This design comes from an exercise in tuning for small area, a short achievable clock period and few clock cycles per item on the open sky130 flow, not from production work. Where RTL was checked, it was by simulation tests only, not by an equivalence proof against the original.

==> inputs of job 972 <==
==> flow/design.v (excerpt) <==
module rail_comp (
    input  wire               clk,
    input  wire               rst,         
    input  wire signed [15:0] b0,
    input  wire signed [15:0] b1,
    input  wire signed [15:0] b2,
    input  wire signed [15:0] b3,
    input  wire signed [15:0] a1,
    input  wire signed [15:0] a2,
    input  wire signed [15:0] a3,
    input  wire        [9:0]  cl,
    input  wire               in_valid,
    output wire               in_ready,
    input  wire signed [12:0] in_e,
    input  wire               in_clr,      
    output reg                out_valid,
    output reg         [9:0]  out_code,
    output reg                out_inlim
);
==> flow/config.mk <==
export PLATFORM = sky130hd
export DESIGN_NAME = rail_comp
export DESIGN_NICKNAME = rail_comp
export VERILOG_FILES = /design/flow/design.v
export SDC_FILE = /design/flow/constraint.sdc
export NUM_CORES = 4
export LEC_CHECK = 0
export ABC_AREA = 1
export CAP_MARGIN = 20
export CORE_MARGIN = 2
export CORE_UTILIZATION = 50
export SLEW_MARGIN = 20
export SYNTH_HIERARCHICAL = 1
==> flow/constraint.sdc <==
create_clock -name core_clock -period 40.0 [get_ports {clk}]
set_input_delay 8.0000 -clock core_clock [delete_from_list [all_inputs] [get_ports {clk}]]
set_output_delay 8.0000 -clock core_clock [all_outputs]
set_load 0.01 [all_outputs]
run.sh (not shown) runs the stock make flow with config.mk's settings and CLKGATE_MAP_FILE= SYNTH_SCRIPT=/design/flow/synth_recipe.tcl, a recipe that flattens the netlist after the stock synthesis.
==> inputs of job 4365, as changes to job 972 <==
==> flow/flow/run.sh (new file) <==
#!/bin/bash
# Standard layout, except that the port buffers that placement inserts are
# swapped for plain buffers (same pins, narrower) before clock-tree synthesis.
set -euo pipefail
R=orfs/results/${FLOW_PLATFORM}/rail_comp/base
bash standard.sh synth floorplan place > std_place.log 2>&1
openroad -no_init -exit flow/portbuf.tcl > portbuf.log 2>&1
bash standard.sh > std_finish.log 2>&1
==> flow/flow/portbuf.tcl (new file) <==
# Swap the port buffers of 3_place.odb for plain buffers of the same pins.
set res orfs/results/$::env(FLOW_PLATFORM)/rail_comp/base
read_db $res/3_place.odb
set db [ord::get_db]
set block [ord::get_db_block]
set ibuf [$db findMaster sky130_fd_sc_hd__buf_1]
set obuf [$db findMaster sky130_fd_sc_hd__buf_2]
set n 0
foreach inst [$block getInsts] {
  if {[[$inst getMaster] getName] ne "sky130_fd_sc_hd__clkdlybuf4s50_1"} { continue }
  set a [[$inst findITerm A] getNet]
  set x [[$inst findITerm X] getNet]
  if {$a ne "NULL" && [llength [$a getBTerms]] > 0} {
    $inst swapMaster $ibuf
    incr n
  } elseif {$x ne "NULL" && [llength [$x getBTerms]] > 0} {
    $inst swapMaster $obuf
    incr n
  }
}
puts "swapped $n port buffers"
write_db $res/3_place.odb
==> flow/standard.sh (new file) <==
#!/bin/bash
# synth_recipe.tcl (not shown) runs the flow's synth.tcl, then flattens the netlist and writes it again
# the make line also repeats each setting of config.mk as NAME=value (left out here)
make -C /OpenROAD-flow-scripts/flow DESIGN_CONFIG=/design/flow/config.mk WORK_HOME=/design/flow/orfs CLKGATE_MAP_FILE= SYNTH_SCRIPT=/design/flow/synth_recipe.tcl "${@:-finish}"
removed: flow/run.sh
==> inputs of job 8825, as changes to job 972 <==
- CAP_MARGIN: 20 -> 60
- SLEW_MARGIN: 20 -> 60
==> flow_summary.yaml <==
global_routing:
  use_met1_pct: 50.7
  antenna_found_initial: 7
finish:
  num_antenna_cells: 1
  multiInputGateArea_um2: 44700
  seq_area_um2: 7770
timing:
  finalCritPeriodShare_pct: 22.9
status:
  outcome: "no timing/DRC/antenna violations"
detailed_routing:
  top_layer: "met5"
That was job 4365.
==> flow_summary.yaml <==
global_routing:
  grt_max_degree: 54
  use_met1_pct: 49.9
finish:
  multiInputGateArea_um2: 45000
  seq_area_um2: 7780
  num_antenna_cells: 3
  postLayoutCoreUtil_pct: 55.1
timing:
  finalCritPeriodShare_pct: 23.8
cts:
  ctsHoldBuffers: 0
critical_path:
  crit_fanout: 1
synth:
  synthSimpleGateAreaFrac_pct: 8.19
status:
  outcome: "no timing/DRC/antenna violations"
That was job 8825.
==> flow_summary.yaml <==
status:
  outcome: "no timing/DRC/antenna violations"
detailed_routing:
  top_layer: "met4"
global_routing:
  antenna_found_initial: 7
  use_met1_pct: 50.6
finish:
  num_antenna_cells: 2
  seq_area_um2: 7770
synth:
  async_reset_ff_share_pct: 0
  syn_area_per_cell_um2: 9.53
timing:
  finalCritPeriodShare_pct: 23.8
worst_hold_path:
  hold_end: "u1[18]$_SDFFE_PP0P_"
That was job 972.
No functional check of the RTL was part of any run of this note.

---

==> inputs of v5 <==
rail_comp, a different RTL version from the one above (not shown whole).
==> flow/config.mk <==
export PLATFORM = sky130hd
export DESIGN_NAME = rail_comp
export DESIGN_NICKNAME = rail_comp
export VERILOG_FILES = /design/flow/design.v
export SDC_FILE = /design/flow/constraint.sdc
export NUM_CORES = 4
export LEC_CHECK = 0
export ABC_AREA = 1
export CAP_MARGIN = 20
export CORE_MARGIN = 2
export CORE_UTILIZATION = 65
export SLEW_MARGIN = 20
export SYNTH_HIERARCHICAL = 1
==> flow/constraint.sdc <==
create_clock -name core_clock -period 40.0 [get_ports {clk}]
set_input_delay 8.0000 -clock core_clock [delete_from_list [all_inputs] [get_ports {clk}]]
set_output_delay 8.0000 -clock core_clock [all_outputs]
set_load 0.01 [all_outputs]
Stock flow here: none of the scripts above is used.
==> v2: changes against v5 <==
Settings changed: CORE_UTILIZATION 65 to 40.
==> flow_metrics.py <==
metrics = {
    "die": {
        "std_cell_rows": 137,
    },
    "layout": {
        "layout.non_clock_buffers": 306,
        "final_area_um2": 61100,
    },
    "run_status": {
        "outcome": "no timing/DRC/antenna violations",
    },
    "global_route": {
        "global_route.usage.met2": 0.480,
    },
}
the above is filed under v2

==> flow_metrics.py <==
metrics = {
    "run_status": {
        "outcome": "no timing/DRC/antenna violations",
    },
    "global_route": {
        "grt_use_met1": 0.566,
        "global_route.usage.met2": 0.726,
    },
    "die": {
        "tapCellCount": 1144,
    },
    "layout": {
        "final_area_um2": 59900,
    },
}
the above is filed under v5

Function was not checked in any run of this note: the RTL went through the layout flow alone.

---

==> v21 <==
rail_comp, a different RTL version from the one above (not shown whole).
export LEC_CHECK = 0
export ABC_AREA = 1
export CAP_MARGIN = 20
export CORE_MARGIN = 2
export CORE_UTILIZATION = 50
export SLEW_MARGIN = 20
export SYNTH_HIERARCHICAL = 1
create_clock -name core_clock -period 40.0 [get_ports {clk}]
standard.sh (not shown) runs the stock make flow with config.mk's settings and CLKGATE_MAP_FILE= SYNTH_SCRIPT=/design/flow/synth_recipe.tcl, a recipe that flattens the netlist after the stock synthesis.
==> flow/flow/run.sh <==
#!/bin/bash
# Standard layout, except that the port buffers that placement inserts are
# swapped for plain buffers (same pins, narrower) before clock-tree synthesis.
set -euo pipefail
R=orfs/results/${FLOW_PLATFORM}/rail_comp/base
bash standard.sh synth floorplan place > std_place.log 2>&1
openroad -no_init -exit flow/portbuf.tcl > portbuf.log 2>&1
bash standard.sh > std_finish.log 2>&1
==> flow/flow/portbuf.tcl <==
# Swap the port buffers of 3_place.odb for plain buffers of the same pins.
set res orfs/results/$::env(FLOW_PLATFORM)/rail_comp/base
read_db $res/3_place.odb
set db [ord::get_db]
set block [ord::get_db_block]
set ibuf [$db findMaster sky130_fd_sc_hd__buf_1]
set obuf [$db findMaster sky130_fd_sc_hd__buf_2]
set n 0
foreach inst [$block getInsts] {
  if {[[$inst getMaster] getName] ne "sky130_fd_sc_hd__clkdlybuf4s50_1"} { continue }
  set a [[$inst findITerm A] getNet]
  set x [[$inst findITerm X] getNet]
  if {$a ne "NULL" && [llength [$a getBTerms]] > 0} {
    $inst swapMaster $ibuf
    incr n
  } elseif {$x ne "NULL" && [llength [$x getBTerms]] > 0} {
    $inst swapMaster $obuf
    incr n
  }
}
puts "swapped $n port buffers"
write_db $res/3_place.odb
==> inputs of v16, as changes to v21 <==
--- a/flow/config.mk
+++ b/flow/config.mk
@@ -10,3 +10,5 @@
 export CORE_MARGIN = 2
-export CORE_UTILIZATION = 50
+export CORE_UTILIZATION = 60
+export CTS_CLUSTER_DIAMETER = 150
+export CTS_CLUSTER_SIZE = 27
 export SLEW_MARGIN = 20
==> comparison <==
- In v16 the setup slack is higher than in v21, by 15 ps.
- In critical path depth, v21 and v16 do not differ.
- Flip-flop and latch count is the same in v16 and v21.
- Between v16 and v21, the lower die area is in v16 (gap 16%, measured against v21).
- Non-clock buffer count: v21 is lower than v16 (3).
- Via count: v16 is larger than v21 (about 1%).
- Between v16 and v21, the lower sequential share of layout area is in v21 (gap 0.32 points).
- v16 finished clean. v21 finished with timing, DRC and antenna clean.
- Between v16 and v21, the lower first-iteration DRC count is in v21 (gap 16%, measured against v21).
- In synthesized cell count, v21 and v16 do not differ.
==> figures <==
Via count: v16 43700; v21 43200
Result of the run: v16 finished clean; v21 finished clean
Met3 global-route usage: v16 11.3%; v21 11.5%
Post-layout utilization of the core: v16 62.5%; v21 53.5%
Hold wc startpoint: v16 u1[11]; v21 u1[21]
# fillers: v16 7789; v21 9831
Hold Path End: v16 u1[11]; v21 u1[21]
Worst path max stage delay: v16 320 ps; v21 290 ps
Fraction of final layout cells sized beyond drive strength 1: v16 5.71%; v21 6.86%
Number of inserted diodes: v16 3; v21 2
Final area over synthesized area: v16 1.036x; v21 1.061x
R2r setup slk: v16 31700 ps; v21 31900 ps
Placement-stage worst setup slack: v16 30430 ps; v21 30380 ps
Floorplan die area: v16 92500 um2; v21 111000 um2
Met1 routed wirelength after detailed routing: v16 73100 um; v21 76400 um
Initial DRC count: v16 6009; v21 5187
Height of the die: v16 304 um; v21 333 um
Total length of routed wires: v16 201000 um; v21 206000 um
Testbench counts of v21, summed over its fixed seeds: cycles 12,024, samples 12,000.
Testbench counts of v16, summed over its fixed seeds: cycles 12,024, samples 12,000.

-- re-timing with driven ports --
No port has a modelled driver above. Below, the same layouts with a new extraction and two added sets of constraints.
Step 1 (the two cells are an assumption about what drives the block):
set clk [get_ports {clk}]
set_driving_cell -lib_cell sky130_fd_sc_hd__clkbuf_16 $clk
set_driving_cell -lib_cell sky130_fd_sc_hd__buf_2 [delete_from_list [all_inputs] $clk]
Step 2 adds t to the input delays and takes it off the output delays; t is the mean of the earliest and latest rising clock arrival at the registers after step 1. Input paths then give back, and output paths get back, about the clock's delay inside the block.
Three values: no drivers, after step 1, after step 2; two values: the first two.
run	t, ns	setup slack, ns	worst hold slack (ns)
job 972	0.736	30.478 / 30.401 / 30.430	0.473 / 0.473 / 0.473
job 4365	0.734	30.832 / 30.755 / 30.813	0.473 / 0.473 / 0.473
job 8825	0.725	30.469 / 30.395 / 30.656	0.474 / 0.474 / 0.474
v5	0.707	30.499 / 30.420 / 30.344	0.484 / 0.484 / 0.484
v2	0.728	30.499 / 30.424 / 30.269	0.479 / 0.479 / 0.479
v21	0.715	30.927 / 30.854 / 30.741	0.473 / 0.473 / 0.473
v16	0.670	30.942 / 30.870 / 30.828	0.477 / 0.477 / 0.477
After both steps setup and hold are still met in every run listed. For v2, which loses most, drivers alone change the setup slack by -0.075 ns; drivers and shift together by -0.230 ns.
